Background: an optimization exercise with open tools, aiming at small area and a short achievable clock period. Do not read the settings as production practice. At most, simulation tests tie the RTL to the original design; equivalence was not proved. No functional check of the RTL was part of run 1. Power and IR drop assume default switching activity.

<file path="config.mk">
export PLATFORM = sky130hd
export DESIGN_NAME = fmtconv
export DESIGN_NICKNAME = fmtconv
export VERILOG_FILES = /design/flow/design.v
export SDC_FILE = /design/flow/constraint.sdc
export NUM_CORES = 4
export LEC_CHECK = 0
export CAP_MARGIN = 20
export CORE_MARGIN = 2
export CORE_UTILIZATION = 30
export SLEW_MARGIN = 20
</file>
<file path="constraint.sdc">
create_clock -name core_clock -period 18.0 [get_ports {clk}]
set_input_delay 3.6000 -clock core_clock [delete_from_list [all_inputs] [get_ports {clk}]]
set_output_delay 3.6000 -clock core_clock [all_outputs]
set_load 0.01 [all_outputs]
</file>
<file path="design.v">
module fc_align (
    input  wire [5:0]  kn,       
    input  wire [31:0] m_raw,
    input  wire [4:0]  lz,
    input  wire signed [9:0] ash,
    input  wire        use_a,
    output wire        huge,
    output wire [31:0] q,
    output wire        g,
    output wire        g2,
    output wire        st2
);
    assign huge = ash[9];
    wire [5:0] ta = huge ? 6'd23 : ((ash > 10'sd33) ? 6'd56 : (ash[5:0] + 6'd23));
    wire [5:0] t = use_a ? ta : (kn - {1'b0, lz});
    wire [88:0] wide = {m_raw, 57'd0} >> t;
    assign q  = wide[65:34];
    assign g  = wide[33];
    assign g2 = wide[32];
    reg [31:0] smask;
    integer i;
    always @(*)
        for (i = 0; i < 32; i = i + 1)
            smask[i] = ({1'b0, t} >= i + 26);
    assign st2 = |(m_raw & smask);
endmodule
module fc_round (
    input  wire [3:0]  dst,
    input  wire [1:0]  rnd,
    input  wire        sign,
    input  wire        sub,
    input  wire [31:0] q,
    input  wire        g,
    input  wire        g2,
    input  wire        st2,
    output reg         inc,
    output wire        inx,
    output wire        cy,
    output wire        gt
);
    wire t_int = (dst >= 4'h7);
    reg [22:0] fmask;       
    always @(*) begin
        case (dst)
            4'h0:       fmask = 23'h7fffff;
            4'h1:       fmask = 23'h0003ff;
            4'h2:       fmask = 23'h00007f;
            4'h3:       fmask = 23'h000007;
            4'h4, 4'h5: fmask = 23'h000003;
            default:    fmask = 23'h000001;
        endcase
    end
    wire st = g2 | st2;
    assign inx = g | st;
    always @(*) begin
        case (rnd)
            2'd0:    inc = g & (st | q[0]);
            2'd1:    inc = 1'b0;
            2'd2:    inc = ~sign & inx;
            default: inc = sign & inx;
        endcase
    end
    wire ao = &(q[22:0] | ~fmask);
    wire p2 = ~sub & ~t_int & (|(q[24:2] & (fmask ^ (fmask >> 1))));
    assign cy = (inc & ao) | p2;
    assign gt = g & ((rnd == 2'd0) ? g2 : st);
endmodule
module fc_decode (
    input  wire [11:0]       soh,      
    input  wire              ineg,     
    input  wire [3:0]        dst,
    input  wire [31:0]       d,
    input  wire              flush_eff,
    output reg               sign,
    output reg               is_zero,
    output reg               is_inf,
    output reg               is_nan,
    output reg               is_snan,
    output reg               flushed,
    output wire              is_int,
    output reg  [31:0]       m_raw,
    output wire [4:0]        lz,       
    output wire signed [9:0] ash,      
    output wire signed [9:0] eb0,      
    output wire              ecz       
);
    assign is_int = |soh[11:7];
    wire [31:0] ix = ({32{soh[7]}} & d)
                   | ({32{soh[8]}} & {{24{d[7]}}, d[7:0]})
                   | ({32{soh[9]}} & {24'd0, d[7:0]})
                   | ({32{soh[10]}} & {{28{d[3]}}, d[3:0]})
                   | ({32{soh[11]}} & {28'd0, d[3:0]});
    wire [31:0] ixc  = ix ^ {32{ineg}};
    wire [31:0] imag = ixc + {31'd0, ineg};
    wire        fs = (soh[0] & d[31]) | ((soh[1] | soh[2]) & d[15])
                   | ((soh[3] | soh[4]) & d[7]) | (soh[5] & d[5]) | (soh[6] & d[3]);
    wire [7:0]  ec = ({8{soh[0]}} & d[30:23])
                   | ({8{soh[1]}} & {3'd0, d[14:10]})
                   | ({8{soh[2]}} & d[14:7])
                   | ({8{soh[3]}} & {4'd0, d[6:3]})
                   | ({8{soh[4]}} & {3'd0, d[6:2]})
                   | ({8{soh[5]}} & {5'd0, d[4:2]})
                   | ({8{soh[6]}} & {6'd0, d[2:1]});
    wire [22:0] fm = ({23{soh[0]}} & d[22:0])
                   | ({23{soh[1]}} & {d[9:0], 13'd0})
                   | ({23{soh[2]}} & {d[6:0], 16'd0})
                   | ({23{soh[3]}} & {d[2:0], 20'd0})
                   | ({23{soh[4] | soh[5]}} & {d[1:0], 21'd0})
                   | ({23{soh[6]}} & {d[0], 22'd0});
    wire        eco = (soh[0] & (&d[30:23])) | (soh[1] & (&d[14:10]))
                    | (soh[2] & (&d[14:7])) | (soh[4] & (&d[6:2]));
    wire        flushable = soh[0] | soh[1] | soh[2];
    wire        ecz_f = (ec == 8'd0);
    assign ecz = ecz_f;
    wire        fnz = (fm != 23'd0);
    wire        fq  = fm[22];
    wire f8a_nan = soh[3] && (d[7:0] == 8'h80);
    wire do_flush = flushable && flush_eff && ecz_f && fnz;
    wire izero = (ix == 32'd0);
    always @(*) begin
        if (is_int) begin
            sign = ineg; is_zero = izero; is_inf = 1'b0; is_nan = 1'b0; is_snan = 1'b0;
            flushed = 1'b0; m_raw = imag;
        end else begin
            sign    = fs & ~f8a_nan;
            is_nan  = f8a_nan | (eco & fnz);
            is_inf  = eco & ~fnz;
            is_snan = eco & fnz & ~fq;
            is_zero = ~f8a_nan & ecz_f & (~fnz | do_flush);
            flushed = do_flush;
            m_raw   = {~ecz_f, fm, 8'd0};
        end
    end
    reg signed [9:0] bs, bd, kb;
    always @(*) begin
        bs = ({10{soh[0] | soh[2]}} & 10'sd127) | ({10{soh[1] | soh[4]}} & 10'sd15)
           | ({10{soh[3]}} & 10'sd7) | ({10{soh[5]}} & 10'sd3) | ({10{soh[6]}} & 10'sd1)
           | ({10{is_int}} & -10'sd31);
        case (dst)
            4'h0:    begin bd = 10'sd127; kb = -10'sd118; end
            4'h1:    begin bd = 10'sd15;  kb = 10'sd7;    end
            4'h2:    begin bd = 10'sd127; kb = -10'sd102; end
            4'h3:    begin bd = 10'sd7;   kb = 10'sd22;   end
            4'h4:    begin bd = 10'sd15;  kb = 10'sd15;   end
            4'h5:    begin bd = 10'sd3;   kb = 10'sd27;   end
            4'h6:    begin bd = 10'sd1;   kb = 10'sd30;   end
            default: begin bd = 10'sd0;   kb = 10'sd31;   end
        endcase
    end
    wire signed [9:0] t1 = bd - bs;
    wire signed [9:0] t2 = kb + bs;
    wire [7:0] ecx = is_int ? 8'd0 : (ec | {7'd0, ecz_f});
    assign eb0 = $signed({2'b00, ecx}) + t1;
    assign ash = t2 - $signed({2'b00, ecx});
    fc_lzc u_lzc (.x(is_int ? ixc : {~ecz_f, fm, 8'd0}), .lz(lz));
endmodule
module fc_round_pack (
    input  wire [11:0]       doh,      
    input  wire [1:0]        rnd,
    input  wire              sat,
    input  wire              strict,
    input  wire              flush_eff,
    input  wire              sign,
    input  wire              is_zero,
    input  wire              is_inf,
    input  wire              is_nan,
    input  wire              is_snan,
    input  wire              flushed,
    input  wire              src_int,
    input  wire [31:0]       q,
    input  wire              inc,
    input  wire              inx,
    input  wire              cy,
    input  wire              gt,
    input  wire [7:0]        eb,
    input  wire              sub,
    input  wire              huge,
    output reg  [31:0]       data,
    output reg  [6:0]        flags
);
    localparam F_INVALID = 0, F_OVERFLOW = 2, F_UNDERFLOW = 3,
               F_INEXACT = 4, F_FLUSHED = 5, F_CLIPPED = 6;
    wire        t_int       = |doh[11:7];
    wire        t_kind0     = doh[0] | doh[1] | doh[2] | doh[4];
    wire        t_kind1     = doh[3];
    wire        t_kind2     = doh[5] | doh[6];
    wire        t_flushable = doh[0] | doh[1] | doh[2];
    wire [22:0] fmask = {{13{doh[0]}}, {3{doh[0] | doh[1]}}, {4{doh[0] | doh[1] | doh[2]}},
                         doh[0] | doh[1] | doh[2] | doh[3],
                         doh[0] | doh[1] | doh[2] | doh[3] | doh[4] | doh[5],
                         doh[0] | doh[1] | doh[2] | doh[3] | doh[4] | doh[5] | doh[6]};
    wire [7:0]  emaxb = ({8{doh[0] | doh[2]}} & 8'd254) | ({8{doh[1] | doh[4]}} & 8'd30)
                      | ({8{doh[3]}} & 8'd15) | ({8{doh[5]}} & 8'd7) | ({8{doh[6]}} & 8'd3);
    wire        sx = sign & t_int;
    wire [31:0] ir = (q ^ {32{sx}}) + {31'd0, sx ^ inc};
    wire [22:0] fr = ir[22:0] & fmask;
    wire [7:0]  ef = (sub ? 8'd0 : eb) + {7'd0, cy};
    wire ovf   = ~sub & ((eb > emaxb) | ((eb == emaxb) & cy));
    wire rzero = sub & ~(|q[22:0]) & ~inc;
    wire subres = sub & ~cy & ~rzero;
    wire tiny  = sub & ~(cy & gt);
    reg big;
    always @(*) begin
        case (rnd)
            2'd0:    big = 1'b1;
            2'd1:    big = 1'b0;
            2'd2:    big = ~sign;
            default: big = sign;
        endcase
    end
    reg        fsgn;
    reg [7:0]  fexp;
    reg [22:0] ffr;
    reg [6:0]  fflg;
    always @(*) begin
        fsgn = sign; fexp = 8'd0; ffr = 23'd0; fflg = 7'd0;
        if (is_nan) begin
            if (t_kind2) begin
                fsgn = 1'b0;
                fflg[F_CLIPPED] = 1'b1; fflg[F_INVALID] = 1'b1;
            end else if (t_kind1) begin
                fsgn = 1'b1;
                fflg[F_INVALID] = is_snan;
            end else begin
                fsgn = strict & sign;
                fexp = 8'hff;
                ffr  = ((strict ? q[22:0] : 23'd0) | (fmask ^ (fmask >> 1))) & fmask;
                fflg[F_INVALID] = is_snan;
            end
        end else if (is_inf) begin
            if (t_kind0 && !sat) begin
                fexp = 8'hff;
            end else begin
                fexp = emaxb; ffr = fmask;
                fflg[F_CLIPPED] = 1'b1;
            end
        end else if (is_zero) begin
            fsgn = sign & ~t_kind1;
        end else if (ovf) begin
            fflg[F_INEXACT] = 1'b1;
            if (t_kind0 && !sat) begin
                fflg[F_OVERFLOW] = 1'b1;
                if (big) fexp = 8'hff;
                else begin fexp = emaxb; ffr = fmask; end
            end else begin
                fexp = emaxb; ffr = fmask;
                fflg[F_CLIPPED] = 1'b1;
            end
        end else if (rzero) begin
            fsgn = sign & ~t_kind1;
            fflg[F_UNDERFLOW] = 1'b1; fflg[F_INEXACT] = 1'b1;
        end else if (t_flushable && flush_eff && subres) begin
            fflg[F_FLUSHED] = 1'b1; fflg[F_UNDERFLOW] = 1'b1; fflg[F_INEXACT] = 1'b1;
        end else begin
            fexp = ef; ffr = fr;
            fflg[F_INEXACT] = inx;
            fflg[F_UNDERFLOW] = inx & tiny;
        end
        if (!strict) begin
            fflg[F_UNDERFLOW] = 1'b0;
            fflg[F_INEXACT]   = 1'b0;
            if (!t_kind2) fflg[F_INVALID] = 1'b0;
        end
    end
    wire ge31 = q[31] | ((&q[30:0]) & inc);
    wire ge8  = (|q[31:8]) | ((&q[7:0]) & inc);
    wire ge7  = (|q[31:7]) | ((&q[6:0]) & inc);
    wire ge4  = (|q[31:4]) | ((&q[3:0]) & inc);
    wire ge3  = (|q[31:3]) | ((&q[2:0]) & inc);
    wire gt31 = q[31] & ((|q[30:0]) | inc);
    wire gt7  = (|q[31:8]) | (q[7] & ((|q[6:0]) | inc));
    wire gt3  = (|q[31:4]) | (q[3] & ((|q[2:0]) | inc));
    wire gt0  = (|q) | inc;
    wire [31:0] ihi = ({32{doh[7]}} & 32'h7fffffff) | ({32{doh[8]}} & 32'h0000007f)
                    | ({32{doh[9]}} & 32'h000000ff) | ({32{doh[10]}} & 32'h00000007)
                    | ({32{doh[11]}} & 32'h0000000f);
    wire [31:0] ilo = ({32{doh[7]}} & 32'h80000000) | ({32{doh[8]}} & 32'h00000080)
                    | ({32{doh[10]}} & 32'h00000008);
    wire over_hi = (doh[7] & ge31) | (doh[8] & ge7) | (doh[9] & ge8) | (doh[10] & ge3) | (doh[11] & ge4);
    wire over_lo = (doh[7] & gt31) | (doh[8] & gt7) | (doh[10] & gt3) | ((doh[9] | doh[11]) & gt0);
    wire [31:0] imsk = {{24{doh[7]}}, {4{doh[7] | doh[8] | doh[9]}}, 4'hf};
    wire clamp_hi = ~sign & (huge | over_hi);
    wire clamp_lo =  sign & (huge | over_lo);
    reg [31:0] idata;
    reg [6:0]  iflg;
    always @(*) begin
        idata = 32'd0; iflg = 7'd0;
        if (is_nan) begin
            iflg[F_CLIPPED] = 1'b1; iflg[F_INVALID] = 1'b1;
        end else if (is_inf) begin
            idata = sign ? ilo : ihi;
            iflg[F_CLIPPED] = 1'b1; iflg[F_INVALID] = 1'b1;
        end else if (is_zero) begin
            idata = 32'd0;
        end else begin
            iflg[F_INEXACT] = strict & inx;
            if (clamp_hi || clamp_lo) begin
                idata = clamp_hi ? ihi : ilo;
                iflg[F_CLIPPED] = 1'b1;
                if (!src_int) iflg[F_INEXACT] = strict;
            end else begin
                idata = ir & imsk;
            end
        end
    end
    always @(*) begin
        data = ({32{doh[0]}} & {fsgn, fexp, ffr})
             | ({32{doh[1]}} & {16'd0, fsgn, fexp[4:0], ffr[9:0]})
             | ({32{doh[2]}} & {16'd0, fsgn, fexp, ffr[6:0]})
             | ({32{doh[3]}} & {24'd0, fsgn, fexp[3:0], ffr[2:0]})
             | ({32{doh[4]}} & {24'd0, fsgn, fexp[4:0], ffr[1:0]})
             | ({32{doh[5]}} & {26'd0, fsgn, fexp[2:0], ffr[1:0]})
             | ({32{doh[6]}} & {28'd0, fsgn, fexp[1:0], ffr[0]})
             | ({32{t_int}} & idata);
        flags = t_int ? iflg : fflg;
        flags[F_FLUSHED] = flags[F_FLUSHED] | flushed;
    end
endmodule
module fc_lzc (
    input  wire [31:0] x,
    output wire [4:0]  lz
);
    wire [15:0] v1;  wire [15:0] c1;
    wire [7:0]  v2;  wire [15:0] c2;
    wire [3:0]  v3;  wire [11:0] c3;
    wire [1:0]  v4;  wire [7:0]  c4;
    genvar k;
    generate
        for (k = 0; k < 16; k = k + 1) begin : g_l1
            assign v1[k] = x[2*k+1] | x[2*k];
            assign c1[k] = ~x[2*k+1];
        end
        for (k = 0; k < 8; k = k + 1) begin : g_l2
            assign v2[k] = v1[2*k+1] | v1[2*k];
            assign c2[2*k+1:2*k] = v1[2*k+1] ? {1'b0, c1[2*k+1]} : {1'b1, c1[2*k]};
        end
        for (k = 0; k < 4; k = k + 1) begin : g_l3
            assign v3[k] = v2[2*k+1] | v2[2*k];
            assign c3[3*k+2:3*k] = v2[2*k+1] ? {1'b0, c2[4*k+3:4*k+2]} : {1'b1, c2[4*k+1:4*k]};
        end
        for (k = 0; k < 2; k = k + 1) begin : g_l4
            assign v4[k] = v3[2*k+1] | v3[2*k];
            assign c4[4*k+3:4*k] = v3[2*k+1] ? {1'b0, c3[6*k+5:6*k+3]} : {1'b1, c3[6*k+2:6*k]};
        end
    endgenerate
    assign lz = v4[1] ? {1'b0, c4[7:4]} : {1'b1, c4[3:0]};
endmodule
module fmtconv (
    input  wire        clk,
    input  wire        rst,           
    input  wire        in_valid,
    input  wire [3:0]  src_fmt,
    input  wire [3:0]  dst_fmt,
    input  wire [1:0]  rnd,           
    input  wire        sat,
    input  wire        strict,
    input  wire        flush,
    input  wire [31:0] in_data,
    output reg         out_valid,
    output reg  [31:0] out_data,
    output reg  [6:0]  out_flags,     
    output reg         out_range      
);
    reg        r_valid;
    reg [11:0] r_soh;         
    reg        r_ineg;        
    reg        r_bad;
    reg [3:0]  r_dst;
    reg [1:0]  r_rnd;
    reg        r_sat, r_strict, r_flush;
    reg [31:0] r_data;
    always @(posedge clk) begin
        if (rst) r_valid <= 1'b0;
        else     r_valid <= in_valid;
        r_soh    <= 12'd1 << src_fmt;
        r_ineg   <= ((src_fmt == 4'h7) & in_data[31]) | ((src_fmt == 4'h8) & in_data[7])
                  | ((src_fmt == 4'hA) & in_data[3]);
        r_bad    <= (src_fmt > 4'hB) || (dst_fmt > 4'hB);
        r_dst    <= dst_fmt;
        r_rnd    <= rnd;
        r_sat    <= sat;
        r_strict <= strict;
        r_flush  <= flush;
        r_data   <= in_data;
    end
    wire        d_sign, d_zero, d_inf, d_nan, d_snan, d_flushed, d_int;
    wire [31:0] d_m;
    wire [4:0]  d_lz;
    wire signed [9:0] d_ash;
    wire signed [9:0] d_eb0;
    wire        d_ecz;
    fc_decode u_dec (
        .soh(r_soh), .ineg(r_ineg), .dst(r_dst), .d(r_data), .flush_eff(r_flush | ~r_strict),
        .sign(d_sign), .is_zero(d_zero), .is_inf(d_inf), .is_nan(d_nan), .is_snan(d_snan),
        .flushed(d_flushed), .is_int(d_int), .m_raw(d_m), .lz(d_lz), .ash(d_ash), .eb0(d_eb0), .ecz(d_ecz));
    wire [5:0] r_kn = (r_dst == 4'h0) ? 6'd31 :
                      (r_dst == 4'h1) ? 6'd44 :
                      (r_dst == 4'h2) ? 6'd47 :
                      (r_dst == 4'h3) ? 6'd51 :
                      (r_dst == 4'h4 || r_dst == 4'h5) ? 6'd52 : 6'd53;
    reg        s1_valid, s1_bad, s1_tint;
    reg [5:0]  s1_kn;
    reg [3:0]  s1_dst;
    reg [1:0]  s1_rnd;
    reg        s1_sat, s1_strict, s1_flush;
    reg        s1_sign, s1_zero, s1_inf, s1_nan, s1_snan, s1_flushed, s1_int;
    reg [31:0] s1_m;
    reg [4:0]  s1_lz;
    reg signed [9:0] s1_ash;
    reg signed [9:0] s1_eb0;
    reg        s1_ecz;
    always @(posedge clk) begin
        if (rst) s1_valid <= 1'b0;
        else     s1_valid <= r_valid;
        s1_bad     <= r_bad;
        s1_kn      <= r_kn;
        s1_tint    <= (r_dst >= 4'h7);
        s1_dst     <= r_dst;
        s1_rnd     <= r_rnd;
        s1_sat     <= r_sat;
        s1_strict  <= r_strict;
        s1_flush   <= r_flush;
        s1_sign    <= d_sign;
        s1_zero    <= d_zero;
        s1_inf     <= d_inf;
        s1_nan     <= d_nan;
        s1_snan    <= d_snan;
        s1_flushed <= d_flushed;
        s1_int     <= d_int;
        s1_m       <= d_m;
        s1_lz      <= d_lz;
        s1_ash     <= d_ash;
        s1_eb0     <= d_eb0;
        s1_ecz     <= d_ecz;
    end
    wire s1_int_dst = s1_tint;
    wire s1_sub = ~s1_int_dst & ((s1_eb0 < 10'sd1) | ((s1_eb0 == 10'sd1) & s1_ecz));
    wire signed [9:0] s1_ebl = s1_eb0 - $signed({5'd0, s1_lz});
    wire [31:0] a_q;
    wire        a_g, a_g2, a_st2, a_huge;
    fc_align u_al (
        .kn(s1_kn), .m_raw(s1_m), .lz(s1_lz), .ash(s1_ash), .use_a(s1_int_dst | s1_sub),
        .huge(a_huge),
        .q(a_q), .g(a_g), .g2(a_g2), .st2(a_st2));
    wire        a_inc, a_inx, a_cy, a_gt;
    fc_round u_rd (
        .dst(s1_dst), .rnd(s1_rnd), .sign(s1_sign), .sub(s1_sub),
        .q(a_q), .g(a_g), .g2(a_g2), .st2(a_st2),
        .inc(a_inc), .inx(a_inx), .cy(a_cy), .gt(a_gt));
    reg        s2_valid, s2_bad;
    reg [11:0] s2_doh;        
    reg [1:0]  s2_rnd;
    reg        s2_sat, s2_strict, s2_flush;
    reg        s2_sign, s2_zero, s2_inf, s2_nan, s2_snan, s2_flushed, s2_int;
    reg [31:0] s2_q;
    reg        s2_inc, s2_inx, s2_cy, s2_gt, s2_sub, s2_huge;
    reg [7:0]  s2_eb;
    always @(posedge clk) begin
        if (rst) s2_valid <= 1'b0;
        else     s2_valid <= s1_valid;
        s2_bad     <= s1_bad;
        s2_doh     <= 12'd1 << s1_dst;
        s2_rnd     <= s1_rnd;
        s2_sat     <= s1_sat;
        s2_strict  <= s1_strict;
        s2_flush   <= s1_flush;
        s2_sign    <= s1_sign;
        s2_zero    <= s1_zero;
        s2_inf     <= s1_inf;
        s2_nan     <= s1_nan;
        s2_snan    <= s1_snan;
        s2_flushed <= s1_flushed;
        s2_int     <= s1_int;
        s2_q       <= a_q;
        s2_inc     <= a_inc;
        s2_inx     <= a_inx;
        s2_cy      <= a_cy;
        s2_gt      <= a_gt;
        s2_sub     <= s1_sub;
        s2_eb      <= s1_ebl[7:0];
        s2_huge    <= a_huge;
    end
    wire [31:0] res_data;
    wire [6:0]  res_flags;
    fc_round_pack u_rp (
        .doh(s2_doh), .rnd(s2_rnd), .sat(s2_sat), .strict(s2_strict),
        .flush_eff(s2_flush | ~s2_strict),
        .sign(s2_sign), .is_zero(s2_zero), .is_inf(s2_inf), .is_nan(s2_nan), .is_snan(s2_snan),
        .flushed(s2_flushed), .src_int(s2_int),
        .q(s2_q), .inc(s2_inc), .inx(s2_inx), .cy(s2_cy), .gt(s2_gt), .eb(s2_eb), .sub(s2_sub), .huge(s2_huge),
        .data(res_data), .flags(res_flags));
    always @(posedge clk) begin
        if (rst) out_valid <= 1'b0;
        else     out_valid <= s2_valid;
        out_data  <= s2_bad ? 32'd0 : res_data;
        out_flags <= s2_bad ? 7'd0  : res_flags;
        out_range <= s2_bad;
    end
endmodule
</file>
<file path="run.sh">
#!/bin/bash
# synth_recipe.tcl (not shown) runs the flow's synth.tcl, then flattens the netlist and writes it again
# the make line also repeats each setting of config.mk as NAME=value (left out here)
make -C /OpenROAD-flow-scripts/flow DESIGN_CONFIG=/design/flow/config.mk WORK_HOME=/design/flow/orfs CLKGATE_MAP_FILE= SYNTH_SCRIPT=/design/flow/synth_recipe.tcl finish
</file>
==> results of run 1 <==
==> routing by layer <==
layer	vias to the layer above	part of all wire, %
li1	8167	-
met1	8276	45
met2	808	44
met3	142	6.8
met4	0	4.2
met5	-	0
==> area by class of cell <==
cell class                      count  area share, %
Tap cell                          765           4.86
Sequential cell                   251           25.5
Clock inverter                     20           1.25
Clock buffer                       37           4.11
Inverter                          101           1.93
Timing Repair Buffer              112           5.38
Multi-Input combinational cell   1757           56.9
==> sequential cells by signal, indices dropped and copies added (netlist names), 2 cells and up <==
register   cells
r_data        32
r_soh         12
s2_eb          8
out_data      32
s1_rnd         2
s2_q          32
r_rnd          2
s1_eb0        10
r_dst          4
s1_m          32
s1_lz          5
s2_doh        12
s1_ash        10
s1_kn          6
out_flags      6
s2_rnd         2
s1_dst         4
==> cells in the final DEF (no fill, tap or decap), types with 31 or more instances in the layout <==
master,Yosys,layout
nor2_1,175,175
nand3_1,81,81
inv_1,99,99
nor3_1,65,65
dfxtp_1,251,250
o22ai_1,36,36
ha_1,52,52
a21oi_1,235,235
mux2i_1,59,59
clkbuf_16,0,31
o21ai_0,117,117
nand2_1,258,258
xnor2_1,105,105
clkdlybuf4s50_1,0,87
a22oi_1,48,48
==> kinds of logic (layout without fill, tap and decap cells) <==
kind of cell,after synthesis,in the layout,synth area share (%)
simple gates,778,778,21.7
compound gates,718,718,27.1
buf+inv,259,270,6.33
flops,251,251,29.0
xor+xnor,129,129,6.53
fa+ha+maj,66,66,5.32
mux,65,65,3.87
other cells,1,1,0.0217
==> power by group <==
| group | switching (mW) | leakage, nW | internal [mW] |
|---|---|---|---|
| Combinational | 0.818 | 4.79 | 0.456 |
| Sequential | 0.153 | 2.08 | 0.652 |
| Clock | 0.258 | 0.515 | 0.381 |
==> final timing paths <==
check / cells past startpoint / to / startpoint / slack, ps
max: 1 / out_data[13] / out_data[13] / 12860
min: 0 / s2_flushed / s1_flushed / 330
max reg2reg: 17 / out_data[10] / s2_doh[0] / 12870
min reg2reg: 0 / s2_flushed / s1_flushed / 330
==> stage by stage <==
step | worst slack [ps] | cells | utilization [%]
2_1_floorplan | 13270 | 2267 | -
3_3_place_gp | 13080 | 2986 | 32.5
3_5_place_dp | 13040 | 2986 | 32.5
4_1_cts | 12840 | 3043 | 34.3
5_1_grt | 12530 | 3043 | 34.3
6_report | 12860 | 3043 | 34.3
==> impl_metrics.tcl, run 1 <==
set metrics [dict create \
    max-cap-violations 0 \
    gr-total-overflow 0 \
    cts_tree "built" \
    final_cell_area_mm2 0.0197 \
    cpLargestDelayFamily "buffers and inverters" \
    skew_ps 34.0 \
    power_density_mw_per_mm2 138 \
    placementRows 88 \
    die_h_um 244 \
    ys_seq_area_share_pct 29.0 \
    clock-sinks 251 \
    tns_ps 0 \
    drc 0 \
    port_buffers 87 \
    synth_edf_count 0 \
    hold_buffers 0 \
    synth_cell_types 108 \
    busiest_layer "met2" \
    critPathMaxFanout 1 \
    power.total_mw 2.72 \
    path_class "reg2out" \
    grt_pass1_wl_um 98700 \
    wl_per_cell_um 20.9 \
    cts.clk_slew.worst_paths_ps 60 \
    cts_resized 0 \
    synthCells 2267 \
    yosys-top-cells-area "dfxtp_1 29%, a21oi_1 6.8%, nand2_1 5.6%, xnor2_1 5.3%, nor2_1 3.8%" \
    hpwl_um 48500 \
    grt_max_degree 76 \
    avgSynthCellArea_um2 7.63 \
    fin_crit_sh_pct 28.5 \
    n_antenna_cell 0 \
    die-area_mm2 0.0596 \
    slowest_delay_ps 550 \
    synthesis.nets 2380 \
    cp_num_buf_inv 1 \
    grt.met2_usage_pct 32.4 \
    syn2layout_area_growth_pct 13.7 \
    initial_utilization_pct 30.2 \
    final_nets 2367 \
    die_x_um 244 \
    yosysMostFrequentCell "nand2_1" \
    worst_setup_path_start_kind "flop" \
    drv_slew 0 \
    hold_viol 0 \
    grt_pass1_vias 16559 \
    yosys_warnings 5 \
    cpMaxStageDelayCell "clkdlybuf4s50_1" \
    synth_area_mm2 0.0173 \
    end_kind "output port" \
    critPathRequiredTime_ps 14400 \
    vias_per_cell 5.72 \
    num_vias 17393 \
    rsz0062_at_grt "false" \
    relSlewSlack_pct 29.4 \
    synthTopCellsByCount "258 x nand2_1, 251 x dfxtp_1, 235 x a21oi_1" \
    drtAntennaViolNets 0 \
    hold_class "reg2reg" \
    p_leak_nw 7.38 \
    post_cts_buffers 0 \
    multi_input_area_mm2 0.0112 \
    crit_chain "clkdlybuf4s50_1" \
    placed_cell_area_mm2 0.0186 \
    worstPathArrival_ps 1540 \
    wl_um 63600 \
    root_buffer "clkbuf_16" \
    drive_gt1_share_pct 6.58 \
    cts_buffers 31 \
    ys_async_sr_fraction_pct 0 \
    use_met3_pct 2.70 \
    gp_congestion 0.942 \
    setup_violations 0 \
    synth_seq_cells 251 \
    regArea_mm2 0.00503 \
    worstMarginPinSlew_ps 1060 \
    fmax_mhz 195 \
    core_mm2 0.0574 \
    status "complete, no violations" \
    antenna_found_initial 0 \
    grt_util_met1_pct 28.9 \
    insertion_delay_ps 610 \
    synth_top_area_share_pct 29.0 \
    peakVddDrop_v 0.0000893 \
    fillers 6031 \
    cts_buffer_depth 3 \
    ios 89 \
    cts-htree-levels 1 \
    synth_ff_type "dfxtp_1" \
    grt_usage_pct 20.7 \
    first_pass_iters 6 \
    drtIter0Drc 1815 \
    period_minus_slack_ps 5140 \
    synth_top_cell_by_area "dfxtp_1" \
    hold_slack_ps 327 \
]
==> run 2, diff against run 1 <==
--- a/design.v
+++ b/design.v
@@ -69,4 +69,5 @@
     input  wire [11:0]       soh,      
     input  wire              ineg,     
+    input  wire              sint,     
     input  wire [3:0]        dst,
     input  wire [31:0]       d,
@@ -85,5 +86,5 @@
     output wire              ecz       
 );
-    assign is_int = |soh[11:7];
+    assign is_int = sint;
     wire [31:0] ix = ({32{soh[7]}} & d)
                    | ({32{soh[8]}} & {{24{d[7]}}, d[7:0]})
@@ -174,4 +175,7 @@
     input  wire              gt,
     input  wire [7:0]        eb,
+    input  wire              ebgt,     
+    input  wire              ebeq,     
+    input  wire              qz,       
     input  wire              sub,
     input  wire              huge,
@@ -196,6 +200,6 @@
     wire [22:0] fr = ir[22:0] & fmask;
     wire [7:0]  ef = (sub ? 8'd0 : eb) + {7'd0, cy};
-    wire ovf   = ~sub & ((eb > emaxb) | ((eb == emaxb) & cy));
-    wire rzero = sub & ~(|q[22:0]) & ~inc;
+    wire ovf   = ~sub & (ebgt | (ebeq & cy));
+    wire rzero = sub & qz & ~inc;
     wire subres = sub & ~cy & ~rzero;
     wire tiny  = sub & ~(cy & gt);
@@ -366,4 +370,5 @@
     reg        r_ineg;        
     reg        r_bad;
+    reg        r_sint;        
     reg [3:0]  r_dst;
     reg [1:0]  r_rnd;
@@ -377,4 +382,5 @@
                   | ((src_fmt == 4'hA) & in_data[3]);
         r_bad    <= (src_fmt > 4'hB) || (dst_fmt > 4'hB);
+        r_sint   <= (src_fmt >= 4'h7) && (src_fmt <= 4'hB);
         r_dst    <= dst_fmt;
         r_rnd    <= rnd;
@@ -391,5 +397,5 @@
     wire        d_ecz;
     fc_decode u_dec (
-        .soh(r_soh), .ineg(r_ineg), .dst(r_dst), .d(r_data), .flush_eff(r_flush | ~r_strict),
+        .soh(r_soh), .ineg(r_ineg), .sint(r_sint), .dst(r_dst), .d(r_data), .flush_eff(r_flush | ~r_strict),
         .sign(d_sign), .is_zero(d_zero), .is_inf(d_inf), .is_nan(d_nan), .is_snan(d_snan),
         .flushed(d_flushed), .is_int(d_int), .m_raw(d_m), .lz(d_lz), .ash(d_ash), .eb0(d_eb0), .ecz(d_ecz));
@@ -437,4 +443,8 @@
     wire s1_sub = ~s1_int_dst & ((s1_eb0 < 10'sd1) | ((s1_eb0 == 10'sd1) & s1_ecz));
     wire signed [9:0] s1_ebl = s1_eb0 - $signed({5'd0, s1_lz});
+    wire [7:0] s1_emaxb = (s1_dst == 4'h0 || s1_dst == 4'h2) ? 8'd254 :
+                          (s1_dst == 4'h1 || s1_dst == 4'h4) ? 8'd30 :
+                          (s1_dst == 4'h3) ? 8'd15 :
+                          (s1_dst == 4'h5) ? 8'd7 : 8'd3;
     wire [31:0] a_q;
     wire        a_g, a_g2, a_st2, a_huge;
@@ -456,4 +466,5 @@
     reg        s2_inc, s2_inx, s2_cy, s2_gt, s2_sub, s2_huge;
     reg [7:0]  s2_eb;
+    reg        s2_ebgt, s2_ebeq, s2_qz;
     always @(posedge clk) begin
         if (rst) s2_valid <= 1'b0;
@@ -479,4 +490,7 @@
         s2_sub     <= s1_sub;
         s2_eb      <= s1_ebl[7:0];
+        s2_ebgt    <= s1_ebl[7:0] > s1_emaxb;
+        s2_ebeq    <= s1_ebl[7:0] == s1_emaxb;
+        s2_qz      <= ~(|a_q[22:0]);
         s2_huge    <= a_huge;
     end
@@ -488,5 +502,5 @@
         .sign(s2_sign), .is_zero(s2_zero), .is_inf(s2_inf), .is_nan(s2_nan), .is_snan(s2_snan),
         .flushed(s2_flushed), .src_int(s2_int),
-        .q(s2_q), .inc(s2_inc), .inx(s2_inx), .cy(s2_cy), .gt(s2_gt), .eb(s2_eb), .sub(s2_sub), .huge(s2_huge),
+        .q(s2_q), .inc(s2_inc), .inx(s2_inx), .cy(s2_cy), .gt(s2_gt), .eb(s2_eb), .ebgt(s2_ebgt), .ebeq(s2_ebeq), .qz(s2_qz), .sub(s2_sub), .huge(s2_huge),
         .data(res_data), .flags(res_flags));
     always @(posedge clk) begin
==> impl_metrics.tcl, run 2 <==
set metrics [dict create \
    grt_pass1_wl_um 96800 \
    end_kind "flop" \
    insertion_delay_ps 550 \
    path_class "reg2reg" \
    synthTopCellsByCount "274 x nand2_1, 255 x dfxtp_1, 198 x nor2_1" \
    cts_buffers 28 \
    die_x_um 246 \
    drive_gt1_share_pct 6.06 \
    critPathRequiredTime_ps 18440 \
    wl_um 62400 \
    worstMarginPinSlew_ps 1070 \
    final_nets 2389 \
    final_cell_mix "274 x nand2_1, 253 x dfxtp_1, 198 x nor2_1, 171 x a21oi_1, 132 x o21ai_0" \
    post_cts_buffers 0 \
    drtAntennaViolNets 0 \
    fmax_mhz 196 \
    core_mm2 0.0579 \
    synth_seq_cells 255 \
    drtIter0Drc 1897 \
    stdcell_count 3059 \
    synth_edf_count 0 \
    synth_top_cell_by_area "dfxtp_1" \
    avgSynthCellArea_um2 7.71 \
    relSlewSlack_pct 28.3 \
    cts.clk_slew.worst_paths_ps 60 \
    dp.cells 3009 \
    root_buffer "clkbuf_16" \
    gr-total-overflow 0 \
    hold_viol 0 \
    max-cap-violations 0 \
    first_pass_iters 9 \
    drv_slew 0 \
    die-area_mm2 0.0607 \
    placementRows 88 \
    critPathMaxFanout 41 \
    skew_ps 9.67 \
    tns_ps 0 \
    synth_area_mm2 0.0176 \
    synth_top_area_share_pct 29.0 \
    antenna_found_initial 0 \
    period_minus_slack_ps 5100 \
    ys_seq_area_share_pct 29.0 \
    setup_violations 0 \
    n_antenna_cell 0 \
    power_density_mw_per_mm2 128 \
    cts-htree-levels 1 \
    grt_usage_pct 20.0 \
    synth_ff_type "dfxtp_1" \
    initial_utilization_pct 30.4 \
    wl_per_cell_um 20.4 \
    hold_class "reg2reg" \
    worstPathArrival_ps 5550 \
    fin_crit_sh_pct 28.4 \
    grt_max_degree 74 \
    clock-sinks 255 \
    p_leak_nw 7.56 \
    synth_cell_types 96 \
    placed_cell_area_mm2 0.0190 \
    layout_commonest_cell "nand2_1" \
    cts_tree "built" \
    drc 0 \
    gp_congestion 0.933 \
    fillers 6167 \
    syn2layout_area_growth_pct 13.5 \
    worst_setup_path_start_kind "flop" \
    yosysMostFrequentCell "nand2_1" \
    num_vias 17573 \
    ys_async_sr_fraction_pct 0 \
    final_cell_area_mm2 0.0200 \
    cts_buffer_depth 3 \
    grt_pass1_vias 16585 \
    synthesis.nets 2399 \
    die_h_um 246 \
    peakVddDrop_v 0.0000815 \
    ios 89 \
    rsz0062_at_grt "false" \
    hpwl_um 47800 \
    cts_resized 0 \
    synthCells 2285 \
    vias_per_cell 5.74 \
    yosys_warnings 5 \
    status "complete, no violations" \
    hold_buffers 0 \
    port_buffers 87 \
    yosys-top-cells-area "dfxtp_1 29%, nand2_1 5.8%, a21oi_1 4.9%, nor2_1 4.2%, xnor2_1 4.0%" \
]
-- run 2: cell types whose count changed in the layout (fill, tap and decap cells not counted), moves of 15 or more --
cell | before | now
nor2_1 | 175 | 198
xnor2_1 | 105 | 81
a21oi_1 | 235 | 171
inv_1 | 99 | 81
o21ai_1 | 22 | 6
o21ai_0 | 117 | 132
o22ai_1 | 36 | 13
xor2_1 | 24 | 56
nand3_1 | 81 | 57
a221o_1 | 1 | 19
nand2_1 | 258 | 274
-- run 2: worst max-delay path, cell delays in order, from the launching register on --
cell	delay, ps
dfxtp_1	340
or4_4	580
o31a_1	590
o31a_1	390
buf_4	290
nor2_1	870
o21ai_0	220
o31ai_1	260
o211ai_1	150
a2111oi_2	590
nand2_1	180
o21bai_2	170
a221oi_2	80
a32o_1	260
-- run 2: path summary, 6_finish.rpt --
path | from | endpoint | slack [ps] | cells after the start
setup / recovery | s1_eb0[5] | s2_cy | 12900 | 13
hold reg to reg | r_sat | s1_sat | 320 | 0
setup reg to reg | s1_eb0[5] | s2_cy | 12900 | 13
hold / removal | r_sat | s1_sat | 320 | 0
-- run 2: cell type report --
cell class              instances  area, µm²  area share, %
well taps                     765        957           4.79
inverters                      81        304           1.52
multi-input cells            1790      11600           57.8
clock inverters                10        135          0.676
repair buffers                119       1110           5.54
flip-flops and latches        255       5110           25.5
clock buffers                  39        823           4.12
-- run 2: kinds of logic (layout without fill, tap and decap cells) --
kind of cell	count (synthesis)	after routing	share of synthesized area, %
flip-flops	255	255	29.0
AND/OR/NAND/NOR	807	807	21.5
multiplexers	79	79	4.73
XOR/XNOR	137	137	6.81
buffers and inverters	240	249	5.70
adder cells (fa/ha/maj)	69	69	5.41
other	1	1	0.0213
AO/OA/AOI/OAI	697	697	26.8
-- run 2: where the power goes --
| group | switching [mW] | total [mW] | internal, mW |
|---|---|---|---|
| clock network | 0.224 | 0.583 | 0.360 |
| logic | 0.758 | 1.19 | 0.436 |
| registers | 0.120 | 0.779 | 0.658 |
| total | 1.10 | 2.56 | 1.45 |
-- run 2: per-stage QoR --
stage	worst slack, ps	total power, mW	hold slack [ps]	utilization [%]
after CTS	12900	2.55	322	34.5
after global routing	12570	2.71	332	34.5
after floorplan	13760	1.59	310	-
after global placement	13030	1.95	311	32.9
final	12900	2.56	322	34.5
after detailed placement	12900	1.95	313	32.9
-- run 2: per-layer routing --
| layer | share of wire, % | up-vias | global-route usage (%) |
|---|---|---|---|
| li1 | - | 8281 | - |
| met4 | 4.4 | 0 | 7.94 |
| met2 | 45 | 789 | 32.3 |
| met1 | 44 | 8344 | 27.0 |
| met5 | 0 | - | 0 |
| met3 | 6.4 | 159 | 2.47 |
==> run 3, diff against run 2 <==
==> flow/run.sh (new file) <==
#!/bin/bash
# The standard layout flow (standard.sh), with the input and output ports
# buffered by buf_2 cells instead of the delay buffers that buffer_ports
# picks by default. standard.sh's full output goes to standard.log.
export BUFFER_PORTS_ARGS="-buffer_cell sky130_fd_sc_hd__buf_2"
bash standard.sh > standard.log 2>&1
==> standard.sh (new file) <==
#!/bin/bash
# synth_recipe.tcl (not shown) runs the flow's synth.tcl, then flattens the netlist and writes it again
# the make line also repeats each setting of config.mk as NAME=value (left out here)
make -C /OpenROAD-flow-scripts/flow DESIGN_CONFIG=/design/flow/config.mk WORK_HOME=/design/flow/orfs CLKGATE_MAP_FILE= SYNTH_SCRIPT=/design/flow/synth_recipe.tcl "${@:-finish}"
removed: run.sh
==> impl_metrics.tcl, run 3 <==
set metrics [dict create \
    cts.clk_slew.worst_paths_ps 60 \
    synth_cell_types 96 \
    n_antenna_cell 0 \
    synth_area_mm2 0.0176 \
    ios 89 \
    relSlewSlack_pct 18.9 \
    wl_per_cell_um 20.7 \
    critPathRequiredTime_ps 18460 \
    post_cts_buffers 0 \
    root_buffer "clkbuf_16" \
    p_seq_share_pct 30.1 \
    max-cap-violations 0 \
    drv_slew 0 \
    final_cell_mix "274 x nand2_1, 253 x dfxtp_1, 198 x nor2_1, 171 x a21oi_1, 132 x o21ai_0" \
    end_kind "flop" \
    hold_viol 0 \
    layout_commonest_cell "nand2_1" \
    setup_violations 0 \
    synth_seq_cells 255 \
    core_mm2 0.0579 \
    critPathMaxFanout 46 \
    p_comb_share_pct 45.5 \
    p_sw_mw 1.12 \
    synth_top_cell_by_area "dfxtp_1" \
    cts_buffer_depth 3 \
    cts_buffers 29 \
    synthCells 2285 \
    regArea_mm2 0.00511 \
    avgSynthCellArea_um2 7.71 \
    fmax_mhz 198 \
    hpwl_um 48200 \
    wl_um 63300 \
    num_vias 17417 \
    synth_edf_count 0 \
    ys_async_sr_fraction_pct 0 \
    vias_per_cell 5.69 \
    first_pass_iters 8 \
    drc 0 \
    p_leak_nw 7.67 \
    drtIter0Drc 1944 \
    drive_gt1_share_pct 9.97 \
    insertion_delay_ps 570 \
    multi_input_area_mm2 0.0116 \
    yosys_warnings 5 \
    port_buffers 87 \
    cts_resized 0 \
    period_minus_slack_ps 5040 \
    drtAntennaViolNets 0 \
    synth_ff_type "dfxtp_1" \
    rsz0062_at_grt "false" \
    synthTopCellsByCount "274 x nand2_1, 255 x dfxtp_1, 198 x nor2_1" \
    placementRows 88 \
    worstPathArrival_ps 5500 \
    gr-total-overflow 0 \
    final_nets 2389 \
    yosys-top-cells-area "dfxtp_1 29%, nand2_1 5.8%, a21oi_1 4.9%, nor2_1 4.2%, xnor2_1 4.0%" \
    grt_usage_pct 20.3 \
    skew_ps 13.0 \
    hold_class "reg2reg" \
    status "complete, no violations" \
    yosysMostFrequentCell "nand2_1" \
    peakVddDrop_v 0.0000826 \
    r2r_cells 13 \
    antenna_found_initial 0 \
    p_int_mw 1.47 \
    fillers 6213 \
    synth_top_area_share_pct 29.0 \
    power_density_mw_per_mm2 132 \
    hold_path_depth 0 \
    hold_buffers 0 \
    synthesis.nets 2399 \
    power.total_mw 2.60 \
    die-area_mm2 0.0607 \
    initial_utilization_pct 30.4 \
    p_clk_share_pct 24.4 \
    grt_max_degree 66 \
    worstMarginPinSlew_ps 1210 \
    die_x_um 246 \
    grt_pass1_wl_um 97700 \
    fin_crit_sh_pct 28.0 \
    path_class "reg2reg" \
    switching_share_pct 43.2 \
    ys_seq_area_share_pct 29.0 \
    cts-htree-levels 1 \
    clock-sinks 255 \
    gp_congestion 0.942 \
    final_util_pct 33.9 \
    die_h_um 246 \
    worst_setup_path_start_kind "flop" \
    cts_tree "built" \
    tns_ps 0 \
    grt_pass1_vias 16369 \
    syn2layout_area_growth_pct 11.5 \
]
==> run 3: cell counts after synthesis <==
Identical to the previous run, type by type.
==> run 3: final cells by class <==
class                           instances  share of cell area (%)
Clock buffer                           35                    3.96
Clock inverter                         18                    1.35
Inverter                               81                    1.55
Multi-Input combinational cell       1790                    58.9
Sequential cell                       255                    26.0
Tap cell                              765                    4.87
Timing Repair Buffer                  118                    3.40
==> run 3: metrics by stage <==
stage	area, µm²	hold WS (ps)	setup slack (ps)	cells
floorplan	17600	310	13760	2285
global placement	18600	311	13030	3009
detailed placement	18600	313	13040	3009
CTS	19600	326	13000	3062
global route	19600	338	12660	3062
finish	19600	321	12960	3062
==> run 3: path summary, 6_finish.rpt <==
check | start | slack [ps] | end
max | s1_eb0[5] | 12960 | s2_cy
min | s1_sat | 320 | s2_sat
max reg2reg | s1_eb0[5] | 12960 | s2_cy
min reg2reg | s1_sat | 320 | s2_sat
==> run 3: routing by layer <==
metal | up-vias | track usage, % | share of wire, %
met3 | 114 | 2.79 | 6.8
met4 | 0 | 5.60 | 2.9
li1 | 8271 | - | -
met1 | 8280 | 27.5 | 44
met2 | 752 | 33.5 | 46
met5 | - | 0 | 0
==> run 3: power groups by stage <==
stage	combinational, mW	sequential [mW]	clock (mW)
final	1.18	0.781	0.633
after global routing	1.29	0.795	0.670
after CTS	1.16	0.780	0.651
after detailed placement	1.16	0.792	0
after global placement	1.16	0.789	0
after floorplan	0.860	0.726	0
==> run 3: kinds of logic after synthesis <==
family,count (synthesis),synth area share [%]
other,1,0.0213
muxes,79,4.73
buffers and inverters,240,5.70
adders and majority gates,69,5.41
DFF,255,29.0
xor gates and xnor gates,137,6.81
AOI/OAI and AO/OA,697,26.8
and+or+nand+nor,807,21.5
==> run 3: worst max-delay path, cell delays in order (launching register included) <==
cell	delay [ps]
dfxtp_1	350
or4_4	590
o311ai_1	610
o31a_2	270
buf_4	510
mux2i_1	610
mux2i_1	390
a22o_1	310
a21o_1	200
a211o_1	380
o211ai_1	120
a21boi_0	100
a41o_1	230
a32o_1	240
==> run 4, diff against run 3 <==
--- a/config.mk
+++ b/config.mk
@@ -6,4 +6,5 @@
 export NUM_CORES = 4
 export LEC_CHECK = 0
+export ABC_AREA = 1
 export CAP_MARGIN = 20
 export CORE_MARGIN = 2
==> impl_metrics.tcl, run 4 <==
set metrics [dict create \
    cts_buffers 30 \
    p_clk_share_pct 23.9 \
    ys_seq_area_share_pct 28.3 \
    ys_async_sr_fraction_pct 0 \
    power_density_mw_per_mm2 136 \
    root_buffer "clkbuf_16" \
    die-area_mm2 0.0620 \
    min-delay-start "s1_bad" \
    period_minus_slack_ps 4610 \
    synth_seq_cells 255 \
    p_sw_mw 1.29 \
    ios 89 \
    hpwl_um 49500 \
    placementRows 89 \
    num_vias 18701 \
    cpMaxStageDelayCell "dfxtp_1" \
    hold_viol 0 \
    status "complete, no violations" \
    first_pass_iters 7 \
    hold_class "reg2reg" \
    slowest_delay_ps 310 \
    critPathMaxFanout 1 \
    grt_util_met1_pct 26.4 \
    drive_gt1_share_pct 9.21 \
    p_seq_share_pct 26.9 \
    synth_area_mm2 0.0180 \
    critPathRequiredTime_ps 14400 \
    cts_resized 0 \
    yosysMostFrequentCell "nand2_1" \
    p_comb_share_pct 49.2 \
    layout_commonest_cell "nand2_1" \
    relSlewSlack_pct 29.1 \
    max-cap-violations 0 \
    die_x_um 249 \
    synthTopCellsByCount "634 x nand2_1, 397 x nand3_1, 315 x inv_1" \
    yosys-top-cells-area "dfxtp_1 28%, nand2_1 13%, nand3_1 11%, inv_1 6.6%, nor2_1 5.2%" \
    antenna_found_initial 1 \
    worstMarginPinSlew_ps 1060 \
    drv_slew 0 \
    skew_ps 23.8 \
    grt_pass1_wl_um 98900 \
    busiest_layer "met2" \
    wl_per_cell_um 17.5 \
    grt_usage_pct 19.8 \
    insertion_delay_ps 600 \
    port_buffers 87 \
    initial_utilization_pct 30.4 \
    final_nets 2915 \
    cp_num_buf_inv 1 \
    r2r_start "s1_ash[0]" \
    end_kind "output port" \
    synth_cell_types 69 \
    fmax_mhz 217 \
    avgSynthCellArea_um2 6.51 \
    drtIter0Drc 1849 \
    placed_cell_area_mm2 0.0191 \
    use_met3_pct 2.49 \
    clock-sinks 255 \
    cp-startpoint "out_data[27]" \
    synth_edf_count 0 \
    peakVddDrop_v 0.0000772 \
    gr-total-overflow 0 \
    worstPathArrival_ps 1010 \
    regArea_mm2 0.00510 \
    wl_um 63100 \
    worst_setup_path_start_kind "flop" \
    synth_top_cell_by_area "dfxtp_1" \
    grt_pass1_vias 17343 \
    cpLargestDelayFamily "flip-flops" \
    cts_buffer_depth 3 \
    gp_congestion 0.972 \
    fin_crit_sh_pct 25.6 \
    p_int_mw 1.46 \
    p_leak_nw 9.20 \
    hold_buffers 0 \
    hold_slack_ps 315 \
    path_class "reg2out" \
    grt_max_degree 50 \
    rsz0062_at_grt "false" \
    tns_ps 0 \
    final_cell_mix "634 x nand2_1, 397 x nand3_1, 315 x inv_1, 255 x dfxtp_1, 250 x nor2_1" \
    drc 0 \
    setup_violations 0 \
    core_mm2 0.0592 \
    fillers 6546 \
    drtAntennaViolNets 0 \
    yosys_warnings 5 \
    cts.clk_slew.worst_paths_ps 70 \
    cts_tree "built" \
    syn2layout_area_growth_pct 11.8 \
    grt.met2_usage_pct 32.2 \
    final_cell_area_mm2 0.0201 \
    synthCells 2769 \
    synth_ff_type "dfxtp_1" \
    power.total_mw 2.75 \
    switching_share_pct 46.9 \
    die_h_um 249 \
    synthesis.nets 2883 \
    post_cts_buffers 0 \
    vias_per_cell 5.20 \
    cts-htree-levels 1 \
    synth_top_area_share_pct 28.3 \
    crit_chain "buf_2" \
    multi_input_area_mm2 0.0111 \
]
-- run 4: cell type report --
type | instances | area share [%]
clock inverters | 22 | 1.48
inverters | 334 | 6.22
flip-flops and latches | 255 | 25.3
diodes | 1 | 0.0124
multi-input cells | 2069 | 55.2
repair buffers | 111 | 3.06
well taps | 773 | 4.80
clock buffers | 33 | 3.93
-- run 4: stage by stage --
stage	utilization [%]	setup WS [ps]	std cells
after floorplan	-	13930	2769
after global placement	32.2	13730	3542
after detailed placement	32.2	13720	3542
after CTS	34.0	13350	3597
after global routing	34.0	13340	3597
final	34.0	13390	3598
-- run 4: routing by layer --
metal | vias to the layer above | wire length, µm
met5 | - | 0
met4 | 0 | 3090
met3 | 170 | 4530
met2 | 842 | 28200
met1 | 8463 | 27300
li1 | 9226 | -
-- run 4: logic make-up (layout without fill, tap and decap cells) --
| kind of cell | after synthesis | after routing | share of synthesized area, % |
|---|---|---|---|
| buffers and inverters | 445 | 500 | 10.0 |
| adders and majority gates | 66 | 66 | 5.13 |
| xor gates and xnor gates | 107 | 107 | 6.22 |
| DFF | 255 | 255 | 28.3 |
| and+or+nand+nor | 1473 | 1473 | 37.0 |
| AOI/OAI and AO/OA | 422 | 422 | 13.3 |
| other | 1 | 2 | 0.0208 |
-- run 4: final timing paths --
| kind | endpoint | slack, ps | cells after the start |
|---|---|---|---|
| min | s2_bad | 310 | 0 |
| max reg2reg | s2_cy | 13950 | 24 |
| max | out_data[27] | 13390 | 1 |
| min reg2reg | s2_bad | 310 | 0 |
-- run 4: power by group through the flow --
stage | clock, mW | combinational [mW] | sequential, mW
after floorplan | 0 | 0.967 | 0.720
after global placement | 0 | 1.32 | 0.751
after detailed placement | 0 | 1.32 | 0.753
after global routing | 0.699 | 1.50 | 0.750
after CTS | 0.678 | 1.33 | 0.741
final | 0.657 | 1.35 | 0.741
==> run 5, diff against run 4 <==
--- a/config.mk
+++ b/config.mk
@@ -10,3 +10,5 @@
 export CORE_MARGIN = 2
 export CORE_UTILIZATION = 30
+export CTS_CLUSTER_DIAMETER = 100
+export CTS_CLUSTER_SIZE = 25
 export SLEW_MARGIN = 20
==> impl_metrics.tcl, run 5 <==
set metrics [dict create \
    wl_um 62800 \
    drc 0 \
    synth_seq_cells 255 \
    placementRows 89 \
    synth-adder-area-share_pct 5.13 \
    switching_share_pct 49.6 \
    critPathRequiredTime_ps 14400 \
    status "complete, no violations" \
    cts_buffers 20 \
    yosysMostFrequentCell "nand2_1" \
    path_class "reg2out" \
    ios 89 \
    synth_simple_gate_area_share_pct 37.0 \
    cpMaxStageDelayCell "dfxtp_1" \
    critPathMaxFanout 1 \
    relSlewSlack_pct 28.3 \
    gp_congestion 0.972 \
    cpLargestDelayFamily "flip-flops" \
    avgSynthCellArea_um2 6.51 \
    syn2layout_area_growth_pct 9.86 \
    cp_num_buf_inv 1 \
    drv_slew 0 \
    power_density_mw_per_mm2 130 \
    synth_top_cell_by_area "dfxtp_1" \
    synthesis.nets 2883 \
    synthMuxAreaShare_pct 0 \
    worst_setup_path_start_kind "flop" \
    synth_compound_area_share_pct 13.3 \
    p_sw_mw 1.28 \
    hpwl_um 49500 \
    yosys_warnings 5 \
    die_h_um 249 \
    worstPathArrival_ps 990 \
    num_vias 18640 \
    synthCells 2769 \
    cts_tree "built" \
    p_clk_share_pct 18.9 \
    final_nets 2905 \
    synth_top_area_share_pct 28.3 \
    die-area_mm2 0.0620 \
    vias_per_cell 5.21 \
    ys_seq_area_share_pct 28.3 \
    grt_pass1_vias 17227 \
    hold_class "reg2reg" \
    max-cap-violations 0 \
    skew_ps 28.2 \
    yosys-top-cells-area "dfxtp_1 28%, nand2_1 13%, nand3_1 11%, inv_1 6.6%, nor2_1 5.2%" \
    clock-sinks 255 \
    cts_resized 0 \
    synth_edf_count 0 \
    core_mm2 0.0592 \
    cts-htree-levels 1 \
    insertion_delay_ps 560 \
    layout_commonest_cell "nand2_1" \
    p_int_mw 1.30 \
    end_kind "output port" \
    hold_viol 0 \
    port_buffers 87 \
    cts.clk_slew.worst_paths_ps 90 \
    crit_chain "buf_2" \
    tns_ps 0 \
    root_buffer "clkbuf_16" \
    drtAntennaViolNets 0 \
    rsz0062_at_grt "false" \
    n_antenna_cell 0 \
    ys_async_sr_fraction_pct 0 \
    hold_buffers 0 \
    gr-total-overflow 0 \
    wl_per_cell_um 17.6 \
    fmax_mhz 218 \
    initial_utilization_pct 30.4 \
    synth_top_family_by_area "simple AND/OR/NAND/NOR gates" \
    p_leak_nw 9.02 \
    synth_ff_type "dfxtp_1" \
    antenna_found_initial 2 \
    synth_xor_area_share_pct 6.22 \
    setup_violations 0 \
    worstMarginPinSlew_ps 1080 \
    grt_usage_pct 19.7 \
    synth_cell_types 69 \
    p_comb_share_pct 52.4 \
    grt_max_degree 50 \
    die_x_um 249 \
    peakVddDrop_v 0.0000787 \
    drive_gt1_share_pct 8.52 \
    p_seq_share_pct 28.7 \
    slowest_delay_ps 320 \
    fin_crit_sh_pct 25.5 \
    synthTopCellsByCount "634 x nand2_1, 397 x nand3_1, 315 x inv_1" \
    hold_slack_ps 332 \
    first_pass_iters 6 \
    synth_area_mm2 0.0180 \
    cts_buffer_depth 3 \
    final_cell_mix "634 x nand2_1, 397 x nand3_1, 315 x inv_1, 255 x dfxtp_1, 250 x nor2_1" \
    period_minus_slack_ps 4590 \
    grt_pass1_wl_um 98500 \
    post_cts_buffers 0 \
    drtIter0Drc 2040 \
]
## run 5: layer usage
layer  up-vias  GRT usage [%]  routed length (µm)  part of all wire [%]
met5         -              0                   0                     0
met1      8392           26.5               27500                    44
li1       9193              -                   -                     -
met2       877           32.2               28000                    45
met3       178           2.11                4330                   6.9
met4         0           7.92                3050                   4.9
## run 5: final timing paths
path | start | endpoint | slack (ps) | depth (start not counted)
worst min register to register | s1_sat | s2_sat | 330 | 0
worst max register to register | s1_ash[0] | s2_cy | 13960 | 24
worst min-delay path | s1_sat | s2_sat | 330 | 0
worst max-delay path | out_data[10] | out_data[10] | 13410 | 1
## run 5: layout make-up
class / count / area [µm²]
Clock buffer: 22 / 529
Clock inverter: 13 / 206
Fill cell: 6569 / 39500
Inverter: 334 / 1250
Multi-Input combinational cell: 2069 / 11100
Sequential cell: 255 / 5100
Tap cell: 773 / 967
Timing Repair Buffer: 111 / 616
## run 5: logic make-up after synthesis
| kind of cell | after synthesis |
|---|---|
| AO/OA/AOI/OAI | 422 |
| XOR/XNOR | 107 |
| adder cells (fa/ha/maj) | 66 |
| buffers and inverters | 445 |
| flip-flops | 255 |
| other | 1 |
| AND/OR/NAND/NOR | 1473 |
## run 5: per-stage QoR
stage / util [%] / cells / power [mW] / worst slack [ps] / area (µm²)
2_1_floorplan: - / 2769 / 1.69 / 13930 / 18000
3_3_place_gp: 32.2 / 3542 / 2.07 / 13730 / 19100
3_5_place_dp: 32.2 / 3542 / 2.08 / 13720 / 19100
4_1_cts: 33.4 / 3577 / 2.58 / 13380 / 19800
5_1_grt: 33.4 / 3577 / 2.78 / 13360 / 19800
6_report: 33.4 / 3577 / 2.58 / 13410 / 19800
## run 5: power groups by stage
| stage | sequential, mW | combinational, mW | clock, mW |
|---|---|---|---|
| floorplan | 0.720 | 0.967 | 0 |
| global placement | 0.751 | 1.32 | 0 |
| detailed placement | 0.753 | 1.32 | 0 |
| CTS | 0.739 | 1.33 | 0.509 |
| global route | 0.749 | 1.50 | 0.531 |
| finish | 0.739 | 1.35 | 0.488 |
==> run 6, diff against run 5 <==
--- a/config.mk
+++ b/config.mk
@@ -10,5 +10,5 @@
 export CORE_MARGIN = 2
 export CORE_UTILIZATION = 30
-export CTS_CLUSTER_DIAMETER = 100
-export CTS_CLUSTER_SIZE = 25
+export CTS_CLUSTER_DIAMETER = 80
+export CTS_CLUSTER_SIZE = 20
 export SLEW_MARGIN = 20
==> impl_metrics.tcl, run 6 <==
set metrics [dict create \
    status "complete, no violations" \
    cts_resized 0 \
    ys_seq_area_share_pct 28.3 \
    hold_viol 0 \
    grt_max_degree 50 \
    initial_utilization_pct 30.4 \
    synth_area_mm2 0.0180 \
    cp-startpoint "out_flags[2]" \
    power.total_mw 2.59 \
    p_comb_share_pct 52.1 \
    wl_um 62700 \
    end_kind "output port" \
    synth_cell_types 69 \
    dp.cells 3542 \
    p_leak_nw 9.04 \
    period_minus_slack_ps 4570 \
    num_vias 18655 \
    cts_buffers 23 \
    antenna_found_initial 1 \
    worst_setup_path_start_kind "flop" \
    yosys-top-cells-area "dfxtp_1 28%, nand2_1 13%, nand3_1 11%, inv_1 6.6%, nor2_1 5.2%" \
    die-area_mm2 0.0620 \
    min-delay-start "r_rnd[0]" \
    drtAntennaViolNets 0 \
    grt_usage_pct 19.7 \
    root_buffer "clkbuf_16" \
    final_nets 2908 \
    cts.clk_slew.worst_paths_ps 70 \
    skew_ps 29.7 \
    critPathRequiredTime_ps 14400 \
    crit_chain "buf_2" \
    vias_per_cell 5.21 \
    synthCells 2769 \
    critPathMaxFanout 1 \
    placementRows 89 \
    avgSynthCellArea_um2 6.51 \
    n_antenna_cell 0 \
    p_sw_mw 1.28 \
    final_util_pct 33.5 \
    yosysMostFrequentCell "nand2_1" \
    rsz0062_at_grt "false" \
    worstPathArrival_ps 970 \
    yosys_warnings 5 \
    layout_commonest_cell "nand2_1" \
    cts_tree "built" \
    cts_buffer_depth 3 \
    hold_buffers 0 \
    fmax_mhz 219 \
    ys_async_sr_fraction_pct 0 \
    relSlewSlack_pct 29.3 \
    drc 0 \
    hpwl_um 49500 \
    synthTopCellsByCount "634 x nand2_1, 397 x nand3_1, 315 x inv_1" \
    first_pass_iters 8 \
    p_int_mw 1.32 \
    hold_class "reg2reg" \
    cpMaxStageDelayCell "dfxtp_1" \
    synth_edf_count 0 \
    cts-htree-levels 1 \
    fin_crit_sh_pct 25.4 \
    wl_per_cell_um 17.5 \
    gr-total-overflow 0 \
    synthesis.nets 2883 \
    p_clk_share_pct 19.4 \
    synth_seq_cells 255 \
    r2r_start "s1_ash[0]" \
    ios 89 \
    peakVddDrop_v 0.0000731 \
    insertion_delay_ps 560 \
    max-cap-violations 0 \
    final_cell_mix "634 x nand2_1, 397 x nand3_1, 315 x inv_1, 255 x dfxtp_1, 250 x nor2_1" \
    synth_ff_type "dfxtp_1" \
    cp_num_buf_inv 1 \
    drtIter0Drc 1893 \
    syn2layout_area_growth_pct 10.0 \
    synth_top_cell_by_area "dfxtp_1" \
    worstMarginPinSlew_ps 1060 \
    drv_slew 0 \
    post_cts_buffers 0 \
    fillers 6584 \
    switching_share_pct 49.2 \
    tns_ps 0 \
    gp_congestion 0.972 \
    clock-sinks 255 \
    core_mm2 0.0592 \
    slowest_delay_ps 320 \
    die_x_um 249 \
    path_class "reg2out" \
    grt_pass1_vias 17261 \
    drive_gt1_share_pct 8.62 \
    power_density_mw_per_mm2 131 \
    setup_violations 0 \
    p_seq_share_pct 28.5 \
    port_buffers 87 \
    cpLargestDelayFamily "flip-flops" \
    die_h_um 249 \
    stdcell_count 3581 \
    synth_top_area_share_pct 28.3 \
    grt_pass1_wl_um 98500 \
]
[run 6: cell type report]
| cell class | count | area (µm²) | share of cell area, % |
|---|---|---|---|
| well taps | 773 | 967 | 4.88 |
| clock buffers | 25 | 583 | 2.94 |
| repair buffers | 111 | 616 | 3.11 |
| inverters | 334 | 1250 | 6.33 |
| multi-input cells | 2069 | 11100 | 56.1 |
| clock inverters | 14 | 181 | 0.915 |
| flip-flops and latches | 255 | 5100 | 25.8 |
[run 6: through the flow]
| step | hold WS [ps] | worst slack (ps) | instance area [µm²] |
|---|---|---|---|
| 2_1_floorplan | 310 | 13930 | 18000 |
| 3_3_place_gp | 311 | 13730 | 19100 |
| 3_5_place_dp | 312 | 13720 | 19100 |
| 4_1_cts | 331 | 13390 | 19800 |
| 5_1_grt | 334 | 13360 | 19800 |
| 6_report | 329 | 13430 | 19800 |
[run 6: worst paths after layout]
kind | end | slack, ps | cells after the start
worst max-delay path | out_flags[2] | 13430 | 1
worst min-delay path | s1_rnd[0] | 330 | 0
worst max register to register | s2_cy | 13960 | 24
worst min register to register | s1_rnd[0] | 330 | 0
[run 6: layer usage]
layer / wire length, µm / global-route usage, %
met1: 27200 / 26.4
met2: 28000 / 32.0
met3: 4460 / 2.33
met4: 3050 / 8.26
met5: 0 / 0
[run 6: power by group through the flow]
stage / registers (mW) / clock network (mW) / logic [mW]
2_1_floorplan: 0.720 / 0 / 0.967
3_3_place_gp: 0.751 / 0 / 1.32
3_5_place_dp: 0.753 / 0 / 1.32
4_1_cts: 0.740 / 0.523 / 1.33
5_1_grt: 0.749 / 0.544 / 1.50
6_report: 0.740 / 0.503 / 1.35
[run 6: cell families (layout without fill, tap and decap cells)]
group | count (synthesis) | in the layout | share of synthesized area (%)
and+or+nand+nor | 1473 | 1473 | 37.0
adders and majority gates | 66 | 66 | 5.13
DFF | 255 | 255 | 28.3
AOI/OAI and AO/OA | 422 | 422 | 13.3
other | 1 | 1 | 0.0208
xor gates and xnor gates | 107 | 107 | 6.22
buffers and inverters | 445 | 484 | 10.0

-- separate check: timing with driven ports --
In the flow no input, the clock included, has a driving cell. The finished layouts below were timed again as built, in two steps.
Step 1 assumes that a clkbuf_16 drives the clock port and a buf_2 every other input.
Step 2, shift: input delay + t, output delay - t, t = (earliest + latest rising clock arrival at the registers) / 2. This alone moves slack from input paths to output paths.
a / b / c = ideal / step 1 / step 2; a / b = the first two.
run	t (ns)	setup WS [ns]	worst setup path after step 2
run 1	0.645	12.863 / 12.808 / 12.866	register to register
run 2	0.607	12.896 / 12.896 / 12.896	register to register
run 3	0.621	12.962 / 12.962 / 12.962	register to register
run 4	0.639	13.391 / 13.339 / 13.720	input to register
run 5	0.603	13.413 / 13.361 / 13.724	input to register
run 6	0.603	13.427 / 13.372 / 13.724	input to register
After both steps every run listed still meets setup and hold.
